From an optimization exercise on the open Yosys and OpenROAD flow, aimed at small area and a short achievable clock period; shortcuts taken in it are not production practice.
Only simulation tests tie the RTL to the original design; equivalence was not proved.
No activity file was given, so power comes from the tool's default toggle rates.

// fp_add64
module fp_add64 (
    input  wire        clk,
    input  wire        rst,
    input  wire        in_valid,
    input  wire [63:0] a,
    input  wire [63:0] b,
    input  wire        sub,       
    input  wire [2:0]  rm,        
    output reg         out_valid,
    output reg  [63:0] result,
    output reg  [4:0]  flags      
);
clock: 8.0 ns
lec_check: 0
abc_area: 1
cap_margin: 20
core_margin: 2
core_utilization: 40
setup_slack_margin: 3.5
slew_margin: 20
run.sh (not shown) runs the stock make flow with config.mk's settings and CLKGATE_MAP_FILE= SYNTH_SCRIPT=/design/flow/synth_recipe.tcl, a recipe that flattens the netlist after the stock synthesis.
==> next run, changes <==
==> flow/flow/run.sh (new file) <==
#!/bin/bash
# The standard layout (the standard.sh, unchanged synthesis and steps),
# except that the port buffers are plain sky130_fd_sc_hd__buf_2 cells instead
# of the delay cells buffer_ports picks by default. Every input and output
# port still gets its own buffer. The full make output goes to
# standard_flow.log; each ORFS step keeps its own log under orfs/logs/.
set -euo pipefail
bash standard.sh "BUFFER_PORTS_ARGS=-buffer_cell sky130_fd_sc_hd__buf_2" finish > standard_flow.log 2>&1
==> flow/standard.sh (new file) <==
#!/bin/bash
# synth_recipe.tcl (not shown) runs the flow's synth.tcl, then flattens the netlist and writes it again
# the make line also repeats each setting of config.mk as NAME=value (left out here)
make -C /OpenROAD-flow-scripts/flow DESIGN_CONFIG=/design/flow/config.mk WORK_HOME=/design/flow/orfs CLKGATE_MAP_FILE= SYNTH_SCRIPT=/design/flow/synth_recipe.tcl "${@:-finish}"
removed: flow/run.sh
After rerunning: Die area stays the same; register-to-register slack improved by 0.10 ns; critical path depth grows by 3; final area is lower by 3.6%; setup slack is better by 0.13 ns; non-clock buffer count goes down by 10; routed wire length falls by 1.5%; global-route usage stays flat.

* * *

The RTL this note starts from:
==> flow/design.v <==
module fp_add64 (
    input  wire        clk,
    input  wire        rst,
    input  wire        in_valid,
    input  wire [63:0] a,
    input  wire [63:0] b,
    input  wire        sub,       
    input  wire [2:0]  rm,        
    output reg         out_valid,
    output reg  [63:0] result,
    output reg  [4:0]  flags      
);
    localparam [2:0] RNE = 3'b001;
    localparam [2:0] RUP = 3'b011;
    localparam [2:0] RDN = 3'b100;
    localparam [2:0] RNA = 3'b101;
    wire        sa   = a[63];
    wire        sb   = b[63] ^ sub;
    wire [10:0] ea   = a[62:52];
    wire [10:0] eb   = b[62:52];
    wire [51:0] fa   = a[51:0];
    wire [51:0] fb   = b[51:0];
    wire ea_z   = (ea == 11'd0);
    wire eb_z   = (eb == 11'd0);
    wire ea_m   = (ea == 11'h7FF);
    wire eb_m   = (eb == 11'h7FF);
    wire fa_z   = (fa == 52'd0);
    wire fb_z   = (fb == 52'd0);
    wire a_nan  = ea_m & ~fa_z;
    wire b_nan  = eb_m & ~fb_z;
    wire a_inf  = ea_m & fa_z;
    wire b_inf  = eb_m & fb_z;
    wire esub   = sa ^ sb;
    wire sp_nan = a_nan | b_nan | (a_inf & b_inf & esub);
    wire sp_inf = ~sp_nan & (a_inf | b_inf);
    wire sp_iv  = (a_nan & ~fa[51]) | (b_nan & ~fb[51]) |
                  (~a_nan & ~b_nan & a_inf & b_inf & esub);
    wire        x1   = ea_z ^ eb_z;
    wire [11:0] d_ab, d_ba;
    pfx_add_lc #(.N(11)) u_dab (.a(ea), .b(~eb), .ci(~x1), .s(d_ab[10:0]));
    pfx_add_lc #(.N(11)) u_dba (.a(eb), .b(~ea), .ci(~x1), .s(d_ba[10:0]));
    assign d_ab[11] = 1'b0;
    assign d_ba[11] = 1'b0;
    wire        e_lt = (ea < eb);
    wire        e_eq = (ea == eb);
    wire [10:0] ediff = e_lt ? d_ba[10:0] : d_ab[10:0];
    wire        f_lt  = (fa < fb);
    wire        a_eq  = (a[62:0] == b[62:0]);
    wire        b_big = e_lt | (e_eq & f_lt);
    wire zres  = a_eq & (esub | (ea_z & fa_z));
    wire sl    = b_big ? sb : sa;
    wire sgn   = zres ? (esub ? (rm == RDN) : sa) : sl;
    wire [2:0] rmc = {(rm == RNE) | (rm == RNA), (rm == RNA) | (rm == RUP), rm == RDN};
    wire [52:0] ms_s = b_big ? {~ea_z, fa} : {~eb_z, fb};
    reg         v1;
    reg         spn1, spi1, spv1;
    reg  [2:0]  rmc1;
    reg         sg1;
    reg         esub1;
    reg  [10:0] el1;
    reg  [52:0] ml1;
    reg  [55:0] ms1;         
    reg  [5:2]  dsh1;
    always @(posedge clk) begin
        if (rst) v1 <= 1'b0;
        else     v1 <= in_valid;
        spn1  <= sp_nan;
        spi1  <= sp_inf;
        spv1  <= sp_iv;
        rmc1  <= rmc;
        sg1   <= sgn;
        esub1 <= esub;
        el1   <= zres ? 11'd1 : e_lt ? {eb[10:1], eb[0] | eb_z} : {ea[10:1], ea[0] | ea_z};
        ml1   <= b_big ? {~eb_z, fb} : {~ea_z, fa};
        ms1   <= {ms_s, 3'b000} >> ediff[1:0];
        dsh1  <= (ediff[10:6] != 5'd0) ? 4'hF : ediff[5:2];
    end
    wire [55:0] s_sh  = ms1 >> {dsh1, 2'b00};
    reg  [55:0] lost;
    integer j;
    always @* begin
        for (j = 0; j < 56; j = j + 1)
            lost[j] = (j < {dsh1, 2'b00});
    end
    wire        s_stk = |(ms1 & lost);
    wire [55:0] s_ext = {s_sh[55:1], s_sh[0] | s_stk};
    wire [53:0] opl   = {1'b0, ml1} ^ {54{esub1}};
    wire [53:0] ops   = {1'b0, s_ext[55:3]};
    wire        c3in  = esub1 & (s_ext[2:0] != 3'd0);
    wire [2:0]  lo2   = s_ext[2:0] - {2'd0, esub1};
    wire [53:0] hi2   = opl + ops + {53'd0, c3in};
    wire [56:0] sum2  = {hi2, lo2};
    wire [1:0]  rmd1  = {rmc1[2], rmc1[2] ? rmc1[1] : (rmc1[1] & ~sg1) | (rmc1[0] & sg1)};
    reg         v2;
    reg         spn2, spi2, spv2;
    reg  [1:0]  rmd2;
    reg         sg2;
    reg  [10:0] el2;
    reg  [56:0] sum_r2;
    reg         neg_r2;
    always @(posedge clk) begin
        if (rst) v2 <= 1'b0;
        else     v2 <= v1;
        spn2   <= spn1;
        spi2   <= spi1;
        spv2   <= spv1;
        rmd2   <= rmd1;
        sg2    <= sg1;
        el2    <= el1;
        sum_r2 <= sum2;
        neg_r2 <= esub1;
    end
    wire [56:0] sm3 = sum_r2 ^ {57{neg_r2}};
    reg  [56:0] mark3;
    integer k;
    always @* begin
        for (k = 0; k < 57; k = k + 1)
            mark3[k] = ({1'b0, el2} == 12'd56 - k);
    end
    wire [5:0]  lz3;
    lzc64 u_lzc (.x({sm3 | mark3, 7'h7F}), .z(lz3));
    wire [56:0] shl3  = sm3 << lz3;
    wire [11:0] em3   = {1'b0, el2} - {6'd0, lz3};
    reg         v3;
    reg         spn3, spi3, spv3;
    reg  [1:0]  rmd3;
    reg         sg3;
    reg  [11:0] em_r3;
    reg  [54:0] nrm_r3;      
    always @(posedge clk) begin
        if (rst) v3 <= 1'b0;
        else     v3 <= v2;
        spn3   <= spn2;
        spi3   <= spi2;
        spv3   <= spv2;
        rmd3   <= rmd2;
        sg3    <= sg2;
        em_r3  <= em3;
        nrm_r3 <= {shl3[56:3], |shl3[2:0]};
    end
    wire        h4   = nrm_r3[54];
    wire [51:0] fr4  = nrm_r3[53:2];
    wire        g4   = nrm_r3[1];
    wire        st4  = nrm_r3[0];
    wire        inx4 = g4 | st4;
    wire        up4  = rmd3[1] ? (g4 & (st4 | fr4[0] | rmd3[0])) : (rmd3[0] & inx4);
    reg  [51:0] pa4;             
    integer l4, i4;
    always @* begin
        pa4 = fr4;
        for (l4 = 1; l4 < 52; l4 = l4 * 2)
            for (i4 = 0; i4 < 52; i4 = i4 + 1)
                if ((i4 / l4) % 2 == 1)
                    pa4[i4] = pa4[i4] & pa4[(i4 / l4) * l4 - 1];
    end
    wire [51:0] frr4 = fr4 ^ ({pa4[50:0], 1'b1} & {52{up4}});
    wire        c4   = up4 & pa4[51];
    wire [11:0] ex04 = em_r3 + {11'd0, h4};
    wire [11:0] ex14 = em_r3 + {10'd0, h4, ~h4};
    wire        ov04 = ex04[11] | (ex04[10:0] == 11'h7FF);
    wire        ov14 = ex14[11] | (ex14[10:0] == 11'h7FF);
    wire [10:0] ex4  = c4 ? ex14[10:0] : ex04[10:0];
    wire        ovf4 = c4 ? ov14 : ov04;
    wire        ovf_inf4 = rmd3[1] | rmd3[0];
    reg  [63:0] res4;
    reg  [4:0]  fl4;
    always @* begin
        fl4 = 5'd0;
        if (spn3) begin
            res4   = 64'h7FF8_0000_0000_0000;
            fl4[0] = spv3;
        end else if (spi3) begin
            res4   = {sg3, 11'h7FF, 52'd0};
        end else if (ovf4) begin
            res4   = ovf_inf4 ? {sg3, 11'h7FF, 52'd0} : {sg3, 11'h7FE, {52{1'b1}}};
            fl4[2] = 1'b1;
            fl4[4] = 1'b1;
        end else begin
            res4   = {sg3, ex4, frr4};
            fl4[4] = inx4;
        end
    end
    always @(posedge clk) begin
        if (rst) out_valid <= 1'b0;
        else     out_valid <= v3;
        result <= res4;
        flags  <= fl4;
    end
endmodule
module pfx_add #(parameter N = 57) (
    input  wire [N-1:0] a,
    input  wire [N-1:0] b,
    input  wire         ci,
    output wire [N-1:0] s
);
    reg [N:0] g, p;
    integer l, i;
    always @* begin
        g = {a & b, ci};
        p = {a ^ b, 1'b0};
        for (l = 1; l <= N; l = l * 2)
            for (i = 0; i <= N; i = i + 1)
                if ((i / l) % 2 == 1) begin
                    g[i] = g[i] | (p[i] & g[(i / l) * l - 1]);
                    p[i] = p[i] & p[(i / l) * l - 1];
                end
    end
    assign s = (a ^ b) ^ g[N-1:0];
endmodule
module pfx_add_lc #(parameter N = 11) (
    input  wire [N-1:0] a,
    input  wire [N-1:0] b,
    input  wire         ci,
    output wire [N-1:0] s
);
    reg [N-1:0] g, p;
    integer l, i;
    always @* begin
        g = a & b;
        p = a ^ b;
        for (l = 1; l < N; l = l * 2)
            for (i = 0; i < N; i = i + 1)
                if ((i / l) % 2 == 1) begin
                    g[i] = g[i] | (p[i] & g[(i / l) * l - 1]);
                    p[i] = p[i] & p[(i / l) * l - 1];
                end
    end
    wire [N-1:0] c = {g[N-2:0] | (p[N-2:0] & {(N-1){ci}}), ci};
    assign s = (a ^ b) ^ c;
endmodule
module lzc64 (
    input  wire [63:0] x,
    output wire [5:0]  z
);
    wire [1:0]  c4 [0:15];
    wire [15:0] v4;
    genvar n;
    generate
        for (n = 0; n < 16; n = n + 1) begin : nib
            wire [3:0] q = x[4*n+3:4*n];
            assign v4[n] = |q;
            assign c4[n] = q[3] ? 2'd0 : q[2] ? 2'd1 : q[1] ? 2'd2 : 2'd3;
        end
    endgenerate
    wire [2:0] c8  [0:7];
    wire [7:0] v8;
    generate
        for (n = 0; n < 8; n = n + 1) begin : oct
            assign v8[n] = v4[2*n+1] | v4[2*n];
            assign c8[n] = v4[2*n+1] ? {1'b0, c4[2*n+1]} : {1'b1, c4[2*n]};
        end
    endgenerate
    wire [3:0] c16 [0:3];
    wire [3:0] v16;
    generate
        for (n = 0; n < 4; n = n + 1) begin : hex
            assign v16[n] = v8[2*n+1] | v8[2*n];
            assign c16[n] = v8[2*n+1] ? {1'b0, c8[2*n+1]} : {1'b1, c8[2*n]};
        end
    endgenerate
    wire [4:0] c32 [0:1];
    wire [1:0] v32;
    generate
        for (n = 0; n < 2; n = n + 1) begin : h32
            assign v32[n] = v16[2*n+1] | v16[2*n];
            assign c32[n] = v16[2*n+1] ? {1'b0, c16[2*n+1]} : {1'b1, c16[2*n]};
        end
    endgenerate
    assign z = v32[1] ? {1'b0, c32[1]} : {1'b1, c32[0]};
endmodule
Settings: LEC_CHECK=0, ABC_AREA=1, CAP_MARGIN=20, CORE_MARGIN=2, CORE_UTILIZATION=50, SETUP_SLACK_MARGIN=3.7, SLEW_MARGIN=20; clock period 8.0 ns.
standard.sh (not shown) runs the stock make flow with config.mk's settings and CLKGATE_MAP_FILE= SYNTH_SCRIPT=/design/flow/synth_recipe.tcl, a recipe that flattens the netlist after the stock synthesis.
==> flow/flow/run.sh <==
#!/bin/bash
# The standard layout (the standard.sh, unchanged synthesis and steps),
# except that the port buffers are plain sky130_fd_sc_hd__buf_2 cells instead
# of the delay cells buffer_ports picks by default. Every input and output
# port still gets its own buffer. The full make output goes to
# standard_flow.log; each ORFS step keeps its own log under orfs/logs/.
set -euo pipefail
bash standard.sh "BUFFER_PORTS_ARGS=-buffer_cell sky130_fd_sc_hd__buf_2" finish > standard_flow.log 2>&1
Edit:
--- a/flow/config.mk
+++ b/flow/config.mk
@@ -11 +11 @@
-export CORE_UTILIZATION = 50
+export CORE_UTILIZATION = 40
Result: Via count barely changes; cell area rises by 1.2%; total power falls by 0.71%; combinational power barely changes; cell count rises by 3.6%; clock power falls by about 2%; synthesized cell count is unchanged; utilization falls by 11 points; setup slack got worse by 0.039 ns.

## afterwards: timing with drivers on the ports
The results above use ideal ports. As a check the final layouts listed here were re-extracted and re-timed, cells and wires unchanged. Step 1 sets driving cells, clkbuf_16 on the clock port and buf_2 on the other inputs (assumed; they add their load-dependent delay and slew). Step 2 moves the port delays by t, midway between the first and last clock arrival at a register: inputs arrive t later, outputs are due t later. That takes back most of the time a late clock gives input paths. Three values: ideal ports, drivers, drivers and shift; two values: the first two.
run | shift t [ns] | setup WS [ns] | worst slew at a driven data input, ns | pins driven straight from the clock port
the first run of note 1 | 0.637 | 3.526 / 3.566 / 2.928 | 0.05 | 1
the second run of note 1 | 0.639 | 3.653 / 3.696 / 3.057 | 0.04 | 1
the first run of note 2 | 0.631 | 3.828 / 3.863 / 3.233 | 0.05 | 1
the second run of note 2 | 0.627 | 3.789 / 3.789 / 3.248 | 0.04 | 1
After both steps setup and hold are still met in every run listed. For the first run of note 1, which loses most, drivers alone change the setup slack by +0.040 ns; drivers and shift together by -0.598 ns.
